From an optimization exercise on the open Yosys and OpenROAD flow, aimed at small area, a short achievable clock period and few clock cycles per item; shortcuts taken in it are not production practice.
The RTL was checked by simulation tests, not by an equivalence proof against the original design.
No activity file was given, so power comes from the tool's default toggle rates.

==> flow/design.v <==
module conv_arith (
    input  wire        clk,
    input  wire        rst,           
    input  wire        start,         
    output wire        ready,
    input  wire [26:0] tz_v, ti_v, tr_v,    
    input  wire [26:0] tz_i, ti_i, tr_i,    
    input  wire [3:0]  flags_in,      
    input  wire [1:0]  ref_miss,      
    input  wire [19:0] q_len,         
    input  wire [30:0] vref,          
    input  wire [31:0] shunt,         
    output reg         done,          
    output wire [31:0] v_res,
    output wire [31:0] i_res,
    output reg  [2:0]  flags          
);
    localparam [16:0] C78125 = 17'd78125;    
    localparam [5:0]  LAST   = 6'd46;
    reg        rdy;
    reg        busy;
    reg  [5:0] cnt;
    reg        ph_mul, ph_m1, ph_mlast, ph_vdiv, ph_vfin, ph_xdiv, ph_hor, ph_hlast, ph_idiv, ph_ifin;
    assign ready = rdy;
    wire take = rdy & start;
    wire [5:0] cnt_n  = take ? 6'd1 : (busy ? cnt + 6'd1 : 6'd0);
    wire       busy_n = take | (busy & (cnt != LAST));
    always @(posedge clk) begin
        if (rst) begin
            rdy <= 1'b1; busy <= 1'b0; cnt <= 6'd0; done <= 1'b0;
            ph_mul <= 1'b0; ph_m1 <= 1'b0; ph_mlast <= 1'b0; ph_vdiv <= 1'b0; ph_vfin <= 1'b0;
            ph_xdiv <= 1'b0; ph_hor <= 1'b0; ph_hlast <= 1'b0; ph_idiv <= 1'b0; ph_ifin <= 1'b0;
        end else begin
            busy     <= busy_n;
            cnt      <= cnt_n;
            rdy      <= ~busy_n;
            done     <= busy & (cnt == LAST);
            ph_mul   <= busy_n & (cnt_n >= 6'd1)  & (cnt_n <= 6'd7);
            ph_m1    <= busy_n & (cnt_n == 6'd1);
            ph_mlast <= busy_n & (cnt_n == 6'd7);
            ph_vdiv  <= busy_n & (cnt_n >= 6'd8)  & (cnt_n <= 6'd24);
            ph_vfin  <= busy_n & (cnt_n == 6'd25);
            ph_xdiv  <= busy_n & (cnt_n >= 6'd8)  & (cnt_n <= 6'd27);
            ph_hor   <= busy_n & (cnt_n >= 6'd9)  & (cnt_n <= 6'd27);
            ph_hlast <= busy_n & (cnt_n == 6'd28);
            ph_idiv  <= busy_n & (cnt_n >= 6'd29) & (cnt_n <= 6'd45);
            ph_ifin  <= busy_n & (cnt_n == LAST);
        end
    end
    reg [30:0] vref_q;
    reg [31:0] shunt_q;
    reg        neg_v, neg_i;      
    reg [3:0]  fin_q;
    reg [1:0]  rmiss_q;
    reg [23:0] qs;                
    always @(posedge clk) begin
        if (rdy) begin
            vref_q  <= vref;
            shunt_q <= shunt;
            neg_v   <= ti_v < tz_v;
            neg_i   <= ti_i < tz_i;
            fin_q   <= flags_in;
            rmiss_q <= ref_miss;
        end
    end
    always @(posedge clk) begin
        if (rdy)                     qs <= {2'b00, q_len, 2'b00};
        else if (ph_mul & ~ph_m1)    qs <= {4'd0, qs[23:4]};
    end
    wire [3:0] q64c = ph_m1 ? 4'd0 : qs[3:0];    
    function [34:0] opnd;
        input mul, b1, b0, bm, sgn;
        input [30:0] v;
        input [33:0] d;
        input sub;
        reg one, two;
        begin
            one = b0 ^ bm;
            two = (b1 & ~b0 & ~bm) | (~b1 & b0 & bm);
            if (mul) opnd = {b1 ^ sgn, one ? {3'b000, v} : (two ? {2'b00, v, 1'b0} : 34'd0)};
            else     opnd = {sub, d};
        end
    endfunction
    function [4:0] sub4;
        input [3:0] a, b;
        input       bin;
        sub4 = {1'b0, a} - {1'b0, b} - {4'd0, bin};
    endfunction
    reg [31:0] rv;       
    reg [33:0] sv;       
    reg [26:0] zv;       
    reg [27:0] dv;       
    reg        bv;       
    reg        nbv, dbv, rbv;    
    wire [4:0] nvc = sub4(sv[3:0], zv[3:0], nbv);
    wire [4:0] dvc = sub4(dv[3:0], zv[3:0], dbv);
    wire [4:0] rvc = sub4(dvc[3:0], q64c, rbv);
    wire [33:0] dvx  = {7'd0, dv[26:0]};
    wire [33:0] av0 = ph_mul ? {{2{rv[31]}}, rv} : {{5{rv[27]}}, rv[27:0], sv[33]};
    wire [34:0] ov0 = opnd(ph_mul, nvc[1], nvc[0], bv, neg_v, vref_q, dvx, ~rv[27]);
    wire [33:0] bv0 = ov0[34] ? ~ov0[33:0] : ov0[33:0];
    wire        cv0 = ov0[34];
    wire [33:0] sv0 = av0 + bv0 + {33'd0, cv0};
    wire        qv0 = ~sv0[33];
    wire [31:0] mv0 = sv0[33:2];                  
    wire [33:0] av1 = ph_mul ? {{2{mv0[31]}}, mv0} : {{5{sv0[27]}}, sv0[27:0], sv[32]};
    wire [34:0] ov1 = opnd(ph_mul, nvc[3], nvc[2], nvc[1], neg_v, vref_q, dvx, qv0);
    wire [33:0] bv1 = ov1[34] ? ~ov1[33:0] : ov1[33:0];
    wire        cv1 = ov1[34];
    wire [33:0] sv1 = av1 + bv1 + {33'd0, cv1};
    wire        qv1 = ~sv1[33];
    wire [31:0] mv1 = sv1[33:2];
    wire [27:0] pv  = {sv1[1:0], sv0[1:0], sv[27:4]};    
    reg [32:0] ri;       
    reg [39:0] si;       
    reg [26:0] zi;
    reg [27:0] di;
    reg        bi;
    reg        nbi, dbi, rbi;
    reg [54:0] y;        
    wire [4:0] nic = sub4(si[3:0], zi[3:0], nbi);
    wire [4:0] dic = sub4(di[3:0], zi[3:0], dbi);
    wire [4:0] ric = sub4(dic[3:0], q64c, rbi);
    wire [33:0] dvi  = ph_xdiv ? {7'd0, di[26:0]} : {2'd0, shunt_q};
    wire [33:0] ai0 = ph_mul ? {{2{ri[31]}}, ri[31:0]} : {ri, si[39]};
    wire [34:0] oi0 = opnd(ph_mul, nic[1], nic[0], bi, neg_i, vref_q, dvi, ~ri[32]);
    wire [33:0] bi0 = oi0[34] ? ~oi0[33:0] : oi0[33:0];
    wire        ci0 = oi0[34];
    wire [33:0] si0 = ai0 + bi0 + {33'd0, ci0};
    wire        qi0 = ~si0[33];
    wire [31:0] mi0 = si0[33:2];
    wire [33:0] ai1 = ph_mul ? {{2{mi0[31]}}, mi0} : {si0[32:0], si[38]};
    wire [34:0] oi1 = opnd(ph_mul, nic[3], nic[2], nic[1], neg_i, vref_q, dvi, qi0);
    wire [33:0] bi1 = oi1[34] ? ~oi1[33:0] : oi1[33:0];
    wire        ci1 = oi1[34];
    wire [33:0] si1 = ai1 + bi1 + {33'd0, ci1};
    wire        qi1 = ~si1[33];
    wire [31:0] mi1 = si1[33:2];
    wire [27:0] pi  = {si1[1:0], si0[1:0], si[27:4]};
    wire [1:0]  hm   = ph_hlast ? ({1'b0, si[1]} + {1'b0, si[0]}) : si[1:0];
    wire [17:0] hmc  = (hm == 2'd0) ? 18'd0 : (hm == 2'd1) ? {1'b0, C78125} :
                       (hm == 2'd2) ? {C78125, 1'b0} : 18'd234375;
    wire [54:0] ysh  = ph_hlast ? {y[53:0], 1'b0} : {y[52:0], 2'b00};
    wire [18:0] ylo  = {1'b0, ysh[17:0]} + {1'b0, hmc};
    wire [36:0] yhi1 = ysh[54:18] + 37'd1;      
    wire [54:0] ynx  = {ylo[18] ? yhi1 : ysh[54:18], ylo[17:0]};
    wire        reff = rmiss_q[0] | rmiss_q[1] | rbv | dbv | rbi | dbi;
    wire [33:0] fq   = ph_vfin ? sv : si[33:0];
    wire        fng  = ph_vfin ? neg_v : neg_i;
    wire        fact = ph_vfin ? fin_q[0] : fin_q[2];
    wire        fmis = ph_vfin ? fin_q[1] : fin_q[3];
    wire [31:0] fh   = fq[32:1];
    wire        fovp = fq[33] | fq[32] | (&fq[31:0]);
    wire        fovn = fq[33] | (fq[32] & (|fq[31:0]));
    wire        fovf = fng ? fovn : fovp;
    wire [31:0] frnd = (fh + {{31{fng & ~fq[0]}}, (fng & ~fq[0]) | (~fng & fq[0])}) ^ {32{fng}};
    wire        fflg = fact | fmis | (~reff & fovf);
    wire [31:0] fres = (fact | reff)         ? 32'h8000_0000 :
                       fmis                  ? 32'h7FFF_FFFF :
                       (fovf & fng)          ? 32'h8000_0000 :
                       fovf                  ? 32'h7FFF_FFFF : frnd;
    always @(posedge clk) begin
        if (rdy) begin
            rv  <= 32'd0;
            sv  <= {7'd0, ti_v};
            zv  <= tz_v;
            dv  <= {1'b0, tr_v};
            bv  <= 1'b0;
            nbv <= 1'b0; dbv <= 1'b0; rbv <= 1'b0;
        end else if (ph_mul) begin
            rv  <= ph_mlast ? {5'd0, mv1[31:5]} : mv1;
            sv  <= ph_mlast ? {mv1[4:0], pv, 1'b0} : {6'd0, pv};
            zv  <= {4'd0, zv[26:4]};
            dv  <= {dvc[3:0], dv[27:4]};
            bv  <= nvc[3];
            nbv <= nvc[4]; dbv <= dvc[4]; rbv <= rvc[4];
        end else if (ph_vdiv) begin
            rv  <= sv1[31:0];
            sv  <= {sv[31:0], qv0, qv1};
        end else if (ph_vfin) begin
            sv  <= {2'b00, fres};
        end
    end
    always @(posedge clk) begin
        if (rdy) begin
            ri  <= 33'd0;
            si  <= {13'd0, ti_i};
            zi  <= tz_i;
            di  <= {1'b0, tr_i};
            bi  <= 1'b0;
            nbi <= 1'b0; dbi <= 1'b0; rbi <= 1'b0;
        end else if (ph_mul) begin
            ri  <= ph_mlast ? {15'd0, mi1[31:14]} : {mi1[31], mi1};
            si  <= ph_mlast ? {mi1[13:0], pi[27:2]} : {12'd0, pi};
            zi  <= {4'd0, zi[26:4]};
            di  <= {dic[3:0], di[27:4]};
            bi  <= nic[3];
            nbi <= nic[4]; dbi <= dic[4]; rbi <= ric[4];
        end else if (ph_xdiv | ph_idiv) begin
            ri  <= si1[32:0];
            si  <= {si[37:0], qi0, qi1};
        end else if (ph_hlast) begin
            ri  <= {4'd0, ynx[54:26]};
            si  <= {ynx[25:0], 14'd0};
        end else if (ph_ifin) begin
            si  <= {8'd0, fres};
        end
    end
    always @(posedge clk) begin
        if (ph_hor | ph_hlast) y <= ynx;
        else                   y <= 55'd0;
    end
    always @(posedge clk) begin
        if (rst) flags <= 3'b000;
        else if (ph_vfin) flags[0] <= fflg;
        else if (ph_ifin) begin
            flags[1] <= fflg;
            flags[2] <= reff;
        end
    end
    assign v_res = sv[31:0];
    assign i_res = si[31:0];
endmodule
==> flow/run.sh <==
#!/bin/bash
# synth_recipe.tcl (not shown) runs the flow's synth.tcl, then flattens the netlist and writes it again
# the make line also repeats each setting of config.mk as NAME=value (left out here)
make -C /OpenROAD-flow-scripts/flow DESIGN_CONFIG=/design/flow/config.mk WORK_HOME=/design/flow/orfs CLKGATE_MAP_FILE= SYNTH_SCRIPT=/design/flow/synth_recipe.tcl finish
==> flow/config.mk <==
export PLATFORM = sky130hd
export DESIGN_NAME = conv_arith
export DESIGN_NICKNAME = conv_arith
export VERILOG_FILES = /design/flow/design.v
export SDC_FILE = /design/flow/constraint.sdc
export NUM_CORES = 4
export LEC_CHECK = 0
export CAP_MARGIN = 20
export CORE_MARGIN = 2
export CORE_UTILIZATION = 40
export SLEW_MARGIN = 20
==> flow/constraint.sdc <==
create_clock -name core_clock -period 17.0 [get_ports {clk}]
set_input_delay 3.4000 -clock core_clock [delete_from_list [all_inputs] [get_ports {clk}]]
set_output_delay 3.4000 -clock core_clock [all_outputs]
set_load 0.01 [all_outputs]
==> results.txt <==
==> cell type report <==
| type | count | area share (%) |
|---|---|---|
| clock buffer | 60 | 3.10 |
| timing repair buffer | 379 | 8.27 |
| antenna | 3 | 0.0169 |
| multi-input combinational | 3608 | 57.5 |
| inverter | 175 | 1.51 |
| tap | 1276 | 3.60 |
| clock inverter | 35 | 0.991 |
| sequential | 426 | 25.0 |
==> state kept, by name, indices dropped and copies added, names as in the netlist, 2 cells and up <==
signal   count
si          40
rmiss_q      2
y           54
shunt_q     32
di          28
zi          27
vref_q      31
zv          27
dv          28
sv          34
cnt          6
flags        3
qs          22
rv          32
ri          33
fin_q        4
==> cell families after synthesis <==
kind of cell    after synthesis
mux                         352
simple gates               1239
fa+ha+maj                   282
flops                       426
buf+inv                     519
compound gates             1335
xor+xnor                    400
==> metrics by stage <==
| stage | cell area, um^2 | worst slack, ns | hold slack [ns] | util [%] | instances |
|---|---|---|---|---|---|
| 4_1_cts | 44300 | 7.37 | 0.490 | 45.9 | 5959 |
| 5_1_grt | 44300 | 6.70 | 0.512 | 46.0 | 5962 |
| 2_1_floorplan | 38800 | 9.42 | 0.456 | - | 4553 |
| 3_5_place_dp | 42500 | 7.41 | 0.481 | 44.1 | 5864 |
| 3_3_place_gp | 42500 | 7.65 | 0.471 | 44.1 | 5863 |
| 6_report | 44300 | 7.30 | 0.481 | 46.0 | 5962 |
==> cells in the mapped netlist, drive strengths merged (29+ instances only) <==
cell | instances | area share (%)
a211oi | 98 | 1.9
o22ai | 33 | 0.53
nor2b | 59 | 0.95
buf | 123 | 2.1
xor2 | 125 | 2.8
nand2 | 383 | 3.7
and2 | 53 | 0.86
a22o | 29 | 0.65
a21o | 124 | 2.4
clkbuf | 221 | 2.2
o21ai | 245 | 3.2
o221ai | 36 | 0.81
nand4 | 44 | 0.73
a21oi | 443 | 5.7
nand2b | 53 | 0.85
nand3 | 79 | 1.0
dfxtp | 173 | 8.9
nor3 | 74 | 0.98
nor2 | 371 | 3.6
edfxtp | 253 | 20
xnor2 | 272 | 6.1
mux2i | 126 | 3.3
ha | 265 | 8.5
mux2 | 226 | 6.6
a221oi | 32 | 0.77
o21bai | 32 | 0.62
inv | 171 | 1.7
a31oi | 62 | 1.0
a22oi | 35 | 0.69
==> layout by cell type, fill, tap and decap left out, types with 34 or more instances in the layout <==
master	netlist	final
nand4_1	43	43
and2_1	52	52
buf_4	78	56
mux2i_1	123	121
nor2_1	369	364
nor3_1	72	72
a21o_1	124	124
nand2_1	383	382
dfxtp_1	173	167
a31oi_1	62	62
a22oi_1	34	34
o221ai_1	36	36
a211oi_1	98	98
clkbuf_16	0	53
clkdlybuf4s50_1	0	322
nor2b_1	59	59
nand3_1	78	78
mux2_2	225	225
edfxtp_1	253	253
ha_1	265	265
o21ai_0	231	229
inv_1	170	170
a21oi_1	442	442
xor2_1	125	124
xnor2_1	272	271
nand2b_1	53	53
==> worst paths after layout <==
path / from / slack, ns / to / cells past startpoint
hold reg to reg: qs[5] / 0.48 / qs[1] / 2
hold / removal: qs[5] / 0.48 / qs[1] / 2
setup reg to reg: si[0] / 7.30 / ri[16] / 30
setup / recovery: si[0] / 7.30 / ri[16] / 30
==> worst min-delay path: stages (launching register included) <==
cell and delay (ns):
edfxtp_1 0.32, mux2i_1 0.06, nor2_1 0.07
==> where the power goes <==
group	internal, mW	total [mW]	switching (mW)
combinational	1.81	4.87	3.06
sequential	1.21	1.35	0.141
clock	0.704	1.21	0.502
==> metal layers <==
metal / global-route usage [%] / wire length [um] / up-vias
li1: - / - / 16700
met3: 6.48 / 13700 / 326
met1: 38.6 / 62400 / 17200
met2: 46.2 / 67700 / 1606
met4: 12.7 / 7250 / 12
met5: 0 / 83 / -
==> flow_summary.yaml <==
clocking:
  cts_tree: "built"
  ctsHoldBuffers: 0
  post_cts_buffers: 0
  clkSinkCount: 426
  cts_resized: 0
  cts_made_buffers: 51
  clk_latency_ns: 0.67
  h-tree-depth: 2
  clock-root-buffer: "clkbuf_16"
  cts.path.max_buffers: 3
  clk_pin_slew_ns: 0.06
routing:
  drt_iter0_drc: 3582
  drt.antenna.violating_nets: 0
  avgViaCountPerCell: 6.02
  num_vias: 35900
  routedWlPerCell_um: 25.3
  drt-total-wl_um: 151000
  first_pass_iters: 7
  drc: 0
timing:
  hold_viol: 0
  finalCritPeriodShare_pct: 57.0
  max_freq_mhz: 103
  fin_crit_ns: 9.70
  skew_ns: 0.0419
  slew_headroom_pct: 24.4
  worstMarginPinSlew_ns: 1.13
  maxSlewViolCount: 0
  setup_viol: 0
  fin_setup_tns_ns: 0
  rsz0062_at_grt: "no"
power_and_ir_drop:
  ir_worst_vdd_v: 0.000141
  power.leakage_nw: 17.3
  p_per_area_nw_per_um2: 168
  p_total_mw: 7.43
synth:
  yosysSeqAreaShare_pct: 28.5
  syn_area_um2: 38800
  syn_inst: 4553
  yosysWarningCount: 1
  avgSynthCellArea_um2: 8.52
  synthFlopType: "edfxtp_1"
  yosysUniqueCellTypes: 106
  syn_nets: 5087
  synthMuxAreaShare_pct: 9.84
  synth_edf_count: 253
  ys_ff_latch: 426
  synthAdderAreaFrac_pct: 9.37
  async_flop_share_pct: 0
  synth_xor_area_share_pct: 9.15
  synth_top_family_by_area: "compound AO/OA/AOI/OAI gates"
  yosys.area_share.simple_pct: 14.9
  synth_compound_area_share_pct: 22.2
layout:
  final_net_count: 5175
  drive_gt1_share_pct: 9.50
  syn_to_final_growth_pct: 14.2
  multi_input_area_um2: 25500
  final-seq-area_um2: 11100
  fillCellCount: 9479
floorplanning:
  start_util_pct: 40.2
  die_y_um: 315
  io-pin-count: 323
  rows: 114
  die_area_um2: 99500
  core_um2: 96400
  die_x_um: 315
worst_setup_path:
  critPathLaunchType: "flop"
  arrival_ns: 10.25
  cp_slowest_cell: "fa_1"
  crit_path_frequent_cell: "a21oi_1"
  crit_type: "reg -> reg"
  end_kind: "flop"
  critPathBufInv: 3
  cp_slowest_stage_delay_ns: 0.72
  critical_path_peak_fanout: 30
  required_ns: 17.55
  critPathTopFamily: "compound AO/OA/AOI/OAI gates"
grt:
  grt_start_max_net_pins: 103
  grt_pass1_vias: 33700
  antenna_found_initial: 9
  grt_util_all_layers_pct: 29.3
  global_route.overflow_total: 0
  grt_pass1_wl_um: 220000
place:
  gp_congestion: 0.973
  port_buffers: 322
  dp_hpwl_um: 116000
hold_path:
  hold_path.class: "reg -> reg"
outcome:
  status: "timing/DRC/antenna clean"
run:
  maxCapViolCount: 0
Testbench counts, summed over its fixed seeds: cycles 75,200, items 1,600.

re-timing with driven ports:
No port has a modelled driver above. Below, the same layout with a new extraction and two added sets of constraints. Step 1, drivers: a clkbuf_16 drives clk and a buf_2 each remaining input, both assumed. Step 2 adds t to the input delays and takes it off the output delays; t is the mean of the earliest and latest rising clock arrival at the registers after step 1. Input paths then give back, and output paths get back, about the clock's delay inside the block. Three values: ideal ports, drivers, drivers and shift; two values: the first two.
t, ns: 0.722
setup WS [ns]: 7.302 / 7.302 / 7.302
worst register clock-pin slew, ns: 0.07 / 0.07
After both steps this run still meets setup and hold. For this run, drivers alone change the setup slack by 0.000 ns; drivers and shift together by 0.000 ns.
